This is an optimization exercise on Yosys and OpenROAD, whose aim is small area, a short achievable clock period and few clock cycles, not a production implementation.
In this exercise RTL edits were held to simulation tests only and were not proved equivalent to the original.
Power is estimated from default activity; no workload was simulated.

==> design/flow/design.v <==
module pleat_segdec (
    input  wire        clk,
    input  wire        rst,
    input  wire        start,
    input  wire [8:0]  span,        
    output wire        ready,
    input  wire        in_valid,
    input  wire [63:0] in_data,
    output wire        in_ready,
    output wire        out_valid,
    output wire [63:0] out_data,
    output reg         done,
    output reg  [3:0]  err
);
    localparam [3:0] E_OK        = 4'h0;
    localparam [3:0] E_ILLEGAL   = 4'h1;
    localparam [3:0] E_DIST      = 4'h2;
    localparam [3:0] E_OVERRUN   = 4'h3;
    localparam [3:0] E_INPUT_END = 4'h6;
    localparam [1:0] M_NORM   = 2'd0;    
    localparam [1:0] M_LIT    = 2'd1;    
    localparam [1:0] M_STORED = 2'd2;    
    localparam [1:0] M_ZERO   = 2'd3;    
    localparam [1:0] K_LIT = 2'd0;       
    localparam [1:0] K_VAL = 2'd1;       
    localparam [1:0] K_REP = 2'd2;       
    reg         inflight;
    reg         need_hdr;        
    reg  [8:0]  wl;              
    reg         a_fin;           
    reg         err_pend;        
    reg  [3:0]  err_code;
    reg  [63:0] inq;
    reg         inq_v;
    reg  [143:0] bbuf;
    reg  [7:0]   cnt;
    reg  [1:0]  amode;
    reg  [2:0]  pred;
    reg  [6:0]  aidx;            
    reg         tok_v;
    reg         tok_last;        
    reg  [1:0]  tok_kind;
    reg  [63:0] tok_val;
    reg  [5:0]  tok_dm1;         
    reg  [6:0]  tok_rem;         
    reg  [6:0]  bidx;            
    reg         out_v;
    reg  [63:0] hist [0:62];
    assign ready     = !inflight;
    assign out_valid = out_v;
    assign out_data  = hist[0];
    wire wl_nz    = (wl != 9'd0);
    wire cnt_le80 = (cnt <= 8'd80);
    wire cnt_ge12 = (cnt >= 8'd12);
    assign in_ready = inflight && wl_nz && (need_hdr || !inq_v || cnt_le80);
    wire   take     = in_ready && in_valid;
    wire   merge    = inq_v && cnt_le80 && !need_hdr;
    wire [7:0]   cnt_m = merge ? (cnt + 8'd64) : cnt;
    wire [143:0] ins   = {80'd0, inq} << cnt[6:0];
    wire [143:0] buf_m = merge ? (bbuf | ins) : bbuf;
    wire [11:0] pk = {bbuf[0], bbuf[1], bbuf[2],  bbuf[3],
                      bbuf[4], bbuf[5], bbuf[6],  bbuf[7],
                      bbuf[8], bbuf[9], bbuf[10], bbuf[11]};
    reg [6:0] dn;        
    reg [3:0] dc;        
    reg [6:0] dl;        
    reg       dcls, dlitp, drep, dend;
    always @(*) begin
        dn = 7'd0; dc = 4'd2; dl = 7'd2;
        dcls = 1'b1; dlitp = 1'b0; drep = 1'b0; dend = 1'b0;
        if (pk[11:10] == 2'b00) begin
            dn = 7'd0;  dc = 4'd2; dl = 7'd2;
        end else if (pk[11:9] == 3'b010) begin
            dn = 7'd1;  dc = 4'd3; dl = 7'd3;
        end else if (pk[11:9] == 3'b011) begin
            dn = 7'd2;  dc = 4'd3; dl = 7'd4;
        end else if (pk[11:9] == 3'b100) begin
            dcls = 1'b0; drep = 1'b1; dc = 4'd3; dl = 7'd15;
        end else if (pk[11:8] <= 4'b1101) begin
            dn = {3'd0, pk[11:8]} - 7'd7; dc = 4'd4; dl = {3'd0, pk[11:8]} - 7'd4;
        end else if (pk[11:8] == 4'b1110) begin
            dn = 7'd7 + {6'd0, pk[7]};  dc = 4'd5; dl = 7'd11 + {6'd0, pk[7]};
        end else if (pk[11:7] == 5'b11110) begin
            dn = 7'd9 + {6'd0, pk[6]};  dc = 4'd6; dl = 7'd14 + {6'd0, pk[6]};
        end else if (pk[11:6] == 6'b111110) begin
            dn = 7'd11 + {6'd0, pk[5]}; dc = 4'd7; dl = 7'd17 + {6'd0, pk[5]};
        end else if (pk[11:5] == 7'b1111110 && pk[4:1] <= 4'd9) begin
            dn = 7'd13 + {3'd0, pk[4:1]}; dc = 4'd11; dl = 7'd23 + {3'd0, pk[4:1]};
        end else if (pk == 12'hFFE) begin
            dcls = 1'b0; dlitp = 1'b1; dc = 4'd12; dl = 7'd12;
        end else if (pk == 12'hFFF) begin
            dcls = 1'b0; dend = 1'b1; dc = 4'd12; dl = 7'd12;
        end else begin
            dn = pk[6:0] - 7'd61;  dc = 4'd12; dl = pk[6:0] - 7'd50;    
        end
    end
    reg [6:0] alen;
    always @(*) begin
        case (amode)
            M_NORM:   alen = dl;
            M_LIT:    alen = drep ? 7'd3 : dl;
            M_STORED: alen = 7'd64;
            default:  alen = 7'd0;
        endcase
    end
    wire bits_ok  = (amode == M_ZERO) ||
                    ((cnt_ge12 || amode == M_STORED) ? ({1'b0, alen} <= cnt_m)
                                                     : ({1'b0, alen} <= cnt));
    wire starved  = !wl_nz && !inq_v;
    wire a_active = inflight && !need_hdr && !a_fin && !err_pend;
    wire tok_free = !tok_v || tok_last;
    wire [5:0] rep_d = buf_m[8:3];
    wire [5:0] rep_m = buf_m[14:9];
    wire [7:0] rep_end = {1'b0, aidx} + {2'd0, rep_m} + 8'd1;
    reg        is_err;
    reg [3:0]  e_code;
    reg        emits;
    always @(*) begin
        is_err = 1'b0;
        e_code = E_ILLEGAL;
        emits  = 1'b0;
        case (amode)
            M_NORM: begin
                if (dcls)
                    emits = 1'b1;
                else if (drep) begin
                    if (rep_d == 6'd0)
                        is_err = 1'b1;
                    else if ({1'b0, rep_d} > aidx) begin
                        is_err = 1'b1; e_code = E_DIST;
                    end else if (rep_end > 8'd64) begin
                        is_err = 1'b1; e_code = E_OVERRUN;
                    end else
                        emits = 1'b1;
                end else if (dend)
                    is_err = 1'b1;
            end
            M_LIT: begin
                if (dcls) emits = 1'b1;
                else      is_err = 1'b1;
            end
            default: emits = 1'b1;
        endcase
    end
    wire cons   = a_active && bits_ok && tok_free;
    wire a_emit = cons && emits;
    wire a_err  = a_active && bits_ok && is_err;
    wire a_end  = a_active && !bits_ok && starved;
    reg [63:0] ext;
    always @(*) begin
        case (dc)
            4'd3:    ext = buf_m[66:3];
            4'd4:    ext = buf_m[67:4];
            4'd5:    ext = buf_m[68:5];
            4'd6:    ext = buf_m[69:6];
            4'd7:    ext = buf_m[70:7];
            4'd11:   ext = buf_m[74:11];
            default: ext = buf_m[75:12];
        endcase
    end
    wire [5:0]  nm1   = dn[5:0] - 6'd1;
    wire [63:0] top   = (dn == 7'd0) ? 64'd0 : (64'd1 << nm1);
    wire [63:0] below = top - 64'd1;
    wire [63:0] cval  = (ext & below & {64{dn > 7'd1}}) | top;
    wire [63:0] czz   = {1'b0, cval[63:1]} ^ {64{cval[0]}};
    reg [1:0]  n_kind;
    reg [63:0] n_val;
    always @(*) begin
        case (amode)
            M_NORM:   begin n_kind = drep ? K_REP : K_VAL; n_val = (pred == 3'd1) ? czz : cval; end
            M_LIT:    begin n_kind = K_LIT; n_val = cval; end
            M_STORED: begin n_kind = K_LIT; n_val = buf_m[63:0]; end
            default:  begin n_kind = K_LIT; n_val = 64'd0; end
        endcase
    end
    wire [7:0]   a_inc  = (amode == M_NORM && drep) ? ({2'd0, rep_m} + 8'd1) : 8'd1;
    wire [7:0]   aidx_n = {1'b0, aidx} + a_inc;
    reg [63:0] hsel;
    always @(*) begin
        case (pred)
            3'd1, 3'd2: hsel = (bidx >= 7'd1) ? hist[0] : 64'd0;
            3'd3:       hsel = (bidx >= 7'd2) ? hist[1] : 64'd0;
            3'd4:       hsel = (bidx >= 7'd4) ? hist[3] : 64'd0;
            3'd5:       hsel = (bidx >= 7'd8) ? hist[7] : 64'd0;
            default:    hsel = 64'd0;
        endcase
    end
    wire [63:0] rep_word = hist[tok_dm1];
    reg  [63:0] b_word;
    always @(*) begin
        case (tok_kind)
            K_REP:   b_word = rep_word;
            K_VAL:   b_word = (pred == 3'd1) ? (hsel + tok_val) : (hsel ^ tok_val);
            default: b_word = tok_val;
        endcase
    end
    integer j;
    always @(posedge clk) begin
        if (tok_v) begin
            hist[0] <= b_word;
            for (j = 1; j < 63; j = j + 1)
                hist[j] <= hist[j-1];
        end
    end
    always @(posedge clk) begin
        if (inflight && !need_hdr) begin
            bbuf <= cons ? (buf_m >> alen) : buf_m;
            cnt  <= cons ? (cnt_m - {1'b0, alen}) : cnt_m;
        end else if (need_hdr) begin
            bbuf <= {88'd0, in_data[63:8]};
            cnt  <= 8'd56;
        end
        if (take && !need_hdr)
            inq <= in_data;
        if (a_emit) begin
            tok_kind <= n_kind;
            tok_val  <= n_val;
            tok_dm1  <= rep_d - 6'd1;
            tok_rem  <= {1'b0, rep_m} + 7'd1;
        end else if (tok_v)
            tok_rem  <= tok_rem - 7'd1;
    end
    always @(posedge clk) begin
        if (rst) begin
            inflight <= 1'b0;
            need_hdr <= 1'b0;
            wl       <= 9'd0;
            a_fin    <= 1'b0;
            err_pend <= 1'b0;
            err_code <= E_OK;
            inq_v    <= 1'b0;
            amode    <= M_NORM;
            pred     <= 3'd0;
            aidx     <= 7'd0;
            tok_v    <= 1'b0;
            tok_last <= 1'b0;
            bidx     <= 7'd0;
            out_v    <= 1'b0;
            done     <= 1'b0;
            err      <= E_OK;
        end else begin
            out_v <= tok_v;
            done  <= 1'b0;
            if (!inflight) begin
                if (start) begin
                    inflight <= 1'b1;
                    need_hdr <= 1'b1;
                    wl       <= span;
                    a_fin    <= 1'b0;
                    err_pend <= 1'b0;
                    inq_v    <= 1'b0;
                    aidx     <= 7'd0;
                    bidx     <= 7'd0;
                end
            end else begin
                if (take)
                    wl <= wl - 9'd1;
                if (need_hdr) begin
                    if (!wl_nz) begin
                        need_hdr <= 1'b0;
                        err_pend <= 1'b1;
                        err_code <= E_INPUT_END;
                    end else if (in_valid) begin
                        need_hdr <= 1'b0;
                        pred     <= in_data[2:0];
                        if (in_data[7:3] != 5'd0) begin
                            err_pend <= 1'b1;
                            err_code <= E_ILLEGAL;
                        end
                        case (in_data[2:0])
                            3'd6:    amode <= M_STORED;
                            3'd7:    amode <= M_ZERO;
                            default: amode <= M_NORM;
                        endcase
                    end
                end else begin
                    inq_v <= take || (inq_v && !merge);
                end
                if (a_err || a_end) begin
                    err_pend <= 1'b1;
                    err_code <= a_end ? E_INPUT_END : e_code;
                end
                if (cons && !is_err) begin
                    if (amode == M_NORM && dlitp)
                        amode <= M_LIT;
                    else if (amode == M_LIT)
                        amode <= M_NORM;
                end
                if (a_emit) begin
                    aidx  <= aidx_n[6:0];
                    a_fin <= (aidx_n == 8'd64);
                end
                if (a_emit) begin
                    tok_v    <= 1'b1;
                    tok_last <= !(amode == M_NORM && drep) || (rep_m == 6'd0);
                end else if (tok_v) begin
                    tok_v    <= !tok_last;
                    tok_last <= (tok_rem == 7'd2);
                end
                if (tok_v)
                    bidx <= bidx + 7'd1;
                if ((tok_v && bidx == 7'd63) || (err_pend && !tok_v)) begin
                    inflight <= 1'b0;
                    done     <= 1'b1;
                    err      <= (tok_v && bidx == 7'd63) ? E_OK : err_code;
                end
            end
        end
    end
endmodule
==> design/flow/run.sh <==
#!/bin/bash
# synth_recipe.tcl (not shown) runs the flow's synth.tcl, then flattens the netlist and writes it again
# the make line also repeats each setting of config.mk as NAME=value (left out here)
make -C /OpenROAD-flow-scripts/flow DESIGN_CONFIG=/design/flow/config.mk WORK_HOME=/design/flow/orfs CLKGATE_MAP_FILE= SYNTH_SCRIPT=/design/flow/synth_recipe.tcl finish
==> design/flow/config.mk <==
export PLATFORM = sky130hd
export DESIGN_NAME = pleat_segdec
export DESIGN_NICKNAME = pleat_segdec
export VERILOG_FILES = /design/flow/design.v
export SDC_FILE = /design/flow/constraint.sdc
export NUM_CORES = 4
export LEC_CHECK = 0
export CAP_MARGIN = 20
export CORE_MARGIN = 2
export CORE_UTILIZATION = 40
export SLEW_MARGIN = 20
==> design/flow/constraint.sdc <==
create_clock -name core_clock -period 12.0 [get_ports {clk}]
set_input_delay 2.4000 -clock core_clock [delete_from_list [all_inputs] [get_ports {clk}]]
set_output_delay 2.4000 -clock core_clock [all_outputs]
set_load 0.01 [all_outputs]
==> results.toml <==
[timing]
max_freq_mhz = 125.6
period_share = 0.6634
report.final.slew_viol_count = 0
setup_viol = 0
tightest_slew_ps = 1333
worst_hold_slack_ps = 339.1
layout_min_cycle_time_ps = 7961
relSlewSlack = 0.1086
rsz0062_at_grt = "false"
finalHoldViolCount = 0
skew_ps = 130.7
fin_tns_setup_ps = 0

[drt]
wl_per_cell_um = 46.31
final_antenna_net_count = 0
wl_um = 951600
viasPerCell = 7.274
post-route-drc-count = 0
dr.first_iter.drc_count = 31140
num_vias = 149500
dr.pass1.iters = 9

[global_routing]
grt_pass1_vias = 137300
grt_max_degree = 206
grt_first_pass_wirelength_um = 1254000
track_usage = 0.3766
antenna_found_initial = 92
grt_overflow = 0

[clock_network]
cts-resized-gates = 0
ctsHtreeMaxLevel = 5
cts-root-buf = "clkbuf_16"
cts_buffer_depth = 4
cts_tree = "yes"
holdBufCountCts = 0
cts_buffers = 439
post_cts_buffers = 0
cts.sinks = 4370
insertion_delay_ps = 1130
path_clk_slew_ps = 70

[synthesis]
netlist_area_sq_um = 192500
syn-mean-instance-area_sq_um = 14.18
yosys.area_share.adder = 0.008608
ys_types = 133
synth.area.top_cells = "edfxtp_1, a22oi_1, a221oi_1"
yosysTopAreaCellShare = 0.6751
ys.flop_type = "edfxtp_1"
ys_seq_elements = 4370
syn_inst = 13580
ys_warn_count = 2
syn_nets = 13780
synth_xor_area_frac = 0.006644
synth-edff-count = 4327
synthArstFlopShare = 0
synth_seq_area_share = 0.6796
synth_compound_area_frac = 0.1729
yosysTopAreaCell = "edfxtp_1"
yosys.area_share.simple = 0.06631
synth_top_family_by_area = "compound AO/OA/AOI/OAI gates"
synth_mux_area_frac = 0.04135

[place]
hpwl_um = 613600
numPortBuffers = 147
dp.cells = 19680
place_congestion = 1.065

[finish]
fin_cells = 20550
drive_gt1_frac = 0.1228
utilization = 0.4557
area_growth_pct = 13.41
nNetsFinal = 13930

[floorplan]
die_w_um = 697.6
io-pin-count = 149
core-area_sq_um = 478900
die_h_um = 697.6
rows = 254
die_area_sq_um = 486700
floorplan.initialDensity = 0.4018

[power_and_ir_drop]
power_mw = 48.65
p_leak_nw = 70.53
power.density_nw_per_um2 = 222.9
ir_worst_vdd_mv = 0.1692

[hold_path]
min_path_type = "flop to flop"

[worst_setup_path]
crit_type = "flop to flop"
critical_path_required_ps = 12630
arrival_ps = 8590
crit_fanout = 65
cpPeakStageDelay_ps = 1000
path_common_cell = "buf_4"
crit_path_start_kind = "flop"
cp_num_buf_inv = 7
crit_family = "buffers and inverters"
cp_slowest_cell = "o21ai_0"
crit_chain = "buf_4, clkinv_2, buf_4, mux2i_1, o21ai_0, a21oi_1, buf_4, inv_1, ha_1, o21ai_0, a21boi_0, o21ai_0, nand2_1, xor2_1, o41ai_1, a31oi_1, nor2_4, buf_4, buf_4"
worst_setup_path_end_kind = "flop"

[flow_run]
cap_viol_max_count = 0

[status]
status = "no timing/DRC/antenna violations"
## registers in the layout, indices dropped and copies added, names as in the netlist
register,flops
a_fin,1
aidx,7
amode,2
bbuf,144
bidx,7
cnt,8
done,1
err,3
err_code,3
err_pend,1
hist,4032
inflight,1
inq,64
inq_v,1
need_hdr,1
out_v,1
pred,3
tok_dm1,6
tok_kind,2
tok_last,1
tok_rem,7
tok_v,1
tok_val,64
wl,9
## cells in the final DEF, fill, tap and decap left out, types with 42 or more instances in the layout
cell type / n
mux2_2: 137
a22oi_1: 1225
clkinv_1: 112
mux4_2: 86
clkbuf_1: 78
a21o_1: 81
mux2i_1: 378
o221ai_1: 115
clkinv_2: 77
nor2_1: 589
xor2_1: 62
a21oi_1: 596
nor2_4: 67
nor3_1: 223
nand4_1: 337
dfxtp_1: 42
inv_1: 101
o211ai_1: 95
nand2_1: 773
buf_12: 48
o21ai_1: 49
nor4_1: 74
clkdlybuf4s50_1: 146
nand3_1: 255
bufinv_16: 44
a211oi_1: 122
edfxtp_1: 4327
ha_1: 124
o21ai_0: 460
clkbuf_16: 440
a221o_1: 52
a31oi_1: 49
a221oi_1: 477
a222oi_1: 85
buf_4: 486
xnor2_1: 84
diode_2: 64
a22o_1: 432
o22ai_1: 167
## metal layers
metal,vias to the layer above,GRT usage,wire (um)
li1,56470,-,-
met1,75680,0.4833,335500
met2,13940,0.5465,400300
met3,3350,0.1157,132900
met4,40,0.2574,82130
met5,-,0.005784,665
## where the power goes
| part | switching [mW] | internal (mW) | total [mW] |
|---|---|---|---|
| Sequential | 1.25 | 19.3 | 20.5 |
| Combinational | 10.5 | 3.54 | 14.1 |
| Clock | 6.34 | 7.72 | 14.1 |
| Total | 18.1 | 30.5 | 48.6 |
## stage by stage
step / worst slack [ps] / instance area, sq um
after detailed placement: 4385 / 203600
after global placement: 4428 / 203500
after floorplan: -17770 / 192900
after global routing: 3722 / 218100
final: 4039 / 218300
after CTS: 4309 / 217900
## kinds of logic (layout without fill, tap and decap cells)
family | count (synthesis) | after routing
other cells | 1 | 65
buf+inv | 1097 | 1609
simple gates | 2679 | 2679
xor+xnor | 146 | 146
flops | 4370 | 4370
fa+ha+maj | 130 | 130
compound gates | 4522 | 4522
mux | 630 | 630
## layout make-up
cell class / count / area (sq um)
antenna: 64 / 160.2
clock buffer: 519 / 11320
clock inverter: 285 / 3010
fill: 42180 / 260700
inverter: 117 / 459.2
multi-input combinational: 8108 / 58310
sequential: 4370 / 130800
tap: 6400 / 8008
timing repair buffer: 688 / 6210
## Yosys cell counts (52+ instances only)
library cell	instances
edfxtp_1	4327
a22oi_1	1237
nand2_1	783
nor2_1	668
clkbuf_1	662
a21oi_1	617
a221oi_1	485
o21ai_0	478
a22o_1	432
mux2i_1	380
nand4_1	337
nand3_1	256
nor3_1	232
o22ai_1	167
buf_1	149
mux2_2	137
a211oi_1	132
ha_1	126
o221ai_1	119
buf_2	108
inv_1	103
o211ai_1	95
mux4_2	86
a222oi_1	85
xnor2_1	84
a21o_1	82
nor4_1	77
xor2_1	62
a31oi_1	54
a221o_1	52
## worst paths after layout
| kind | start | to | slack, ps | cells past startpoint |
|---|---|---|---|---|
| setup / recovery | cnt[1]$_SDFFCE_PN0P_ | tok_dm1[2]$_DFFE_PP_ | 4040 | 19 |
| hold / removal | hist[29][34]$_DFFE_PP_ | hist[30][34]$_DFFE_PP_ | 340 | 0 |
| hold reg to reg | hist[29][34]$_DFFE_PP_ | hist[30][34]$_DFFE_PP_ | 340 | 0 |
| setup reg to reg | cnt[1]$_SDFFCE_PN0P_ | tok_dm1[2]$_DFFE_PP_ | 4040 | 19 |
Testbench counts, summed over its fixed seeds: cycles 130,020.

afterwards: timing with drivers on the ports:
No port has a modelled driver above. Below, the same layout with a new extraction and two added sets of constraints.
Step 1 sets driving cells, clkbuf_16 on the clock port and buf_2 on the other inputs (assumed; they add their load-dependent delay and slew).
Step 2 also shifts input and output timing later by t, the mid clock arrival at the registers, as if the neighbouring blocks saw the same clock.
a / b / c = ideal ports / drivers / drivers and shift; a / b = the first two.
t (ns): 1.204
setup WS [ns]: 4.039 / 4.039 / 4.039
worst hold slack (ns): 0.339 / 0.339 / 0.339
clock arrival spread, ns: 0.133 / 0.133
worst data-port slew with drivers (ns): 0.08
After both steps this run still meets setup and hold. For this run, drivers alone change the setup slack by 0.000 ns; drivers and shift together by 0.000 ns.
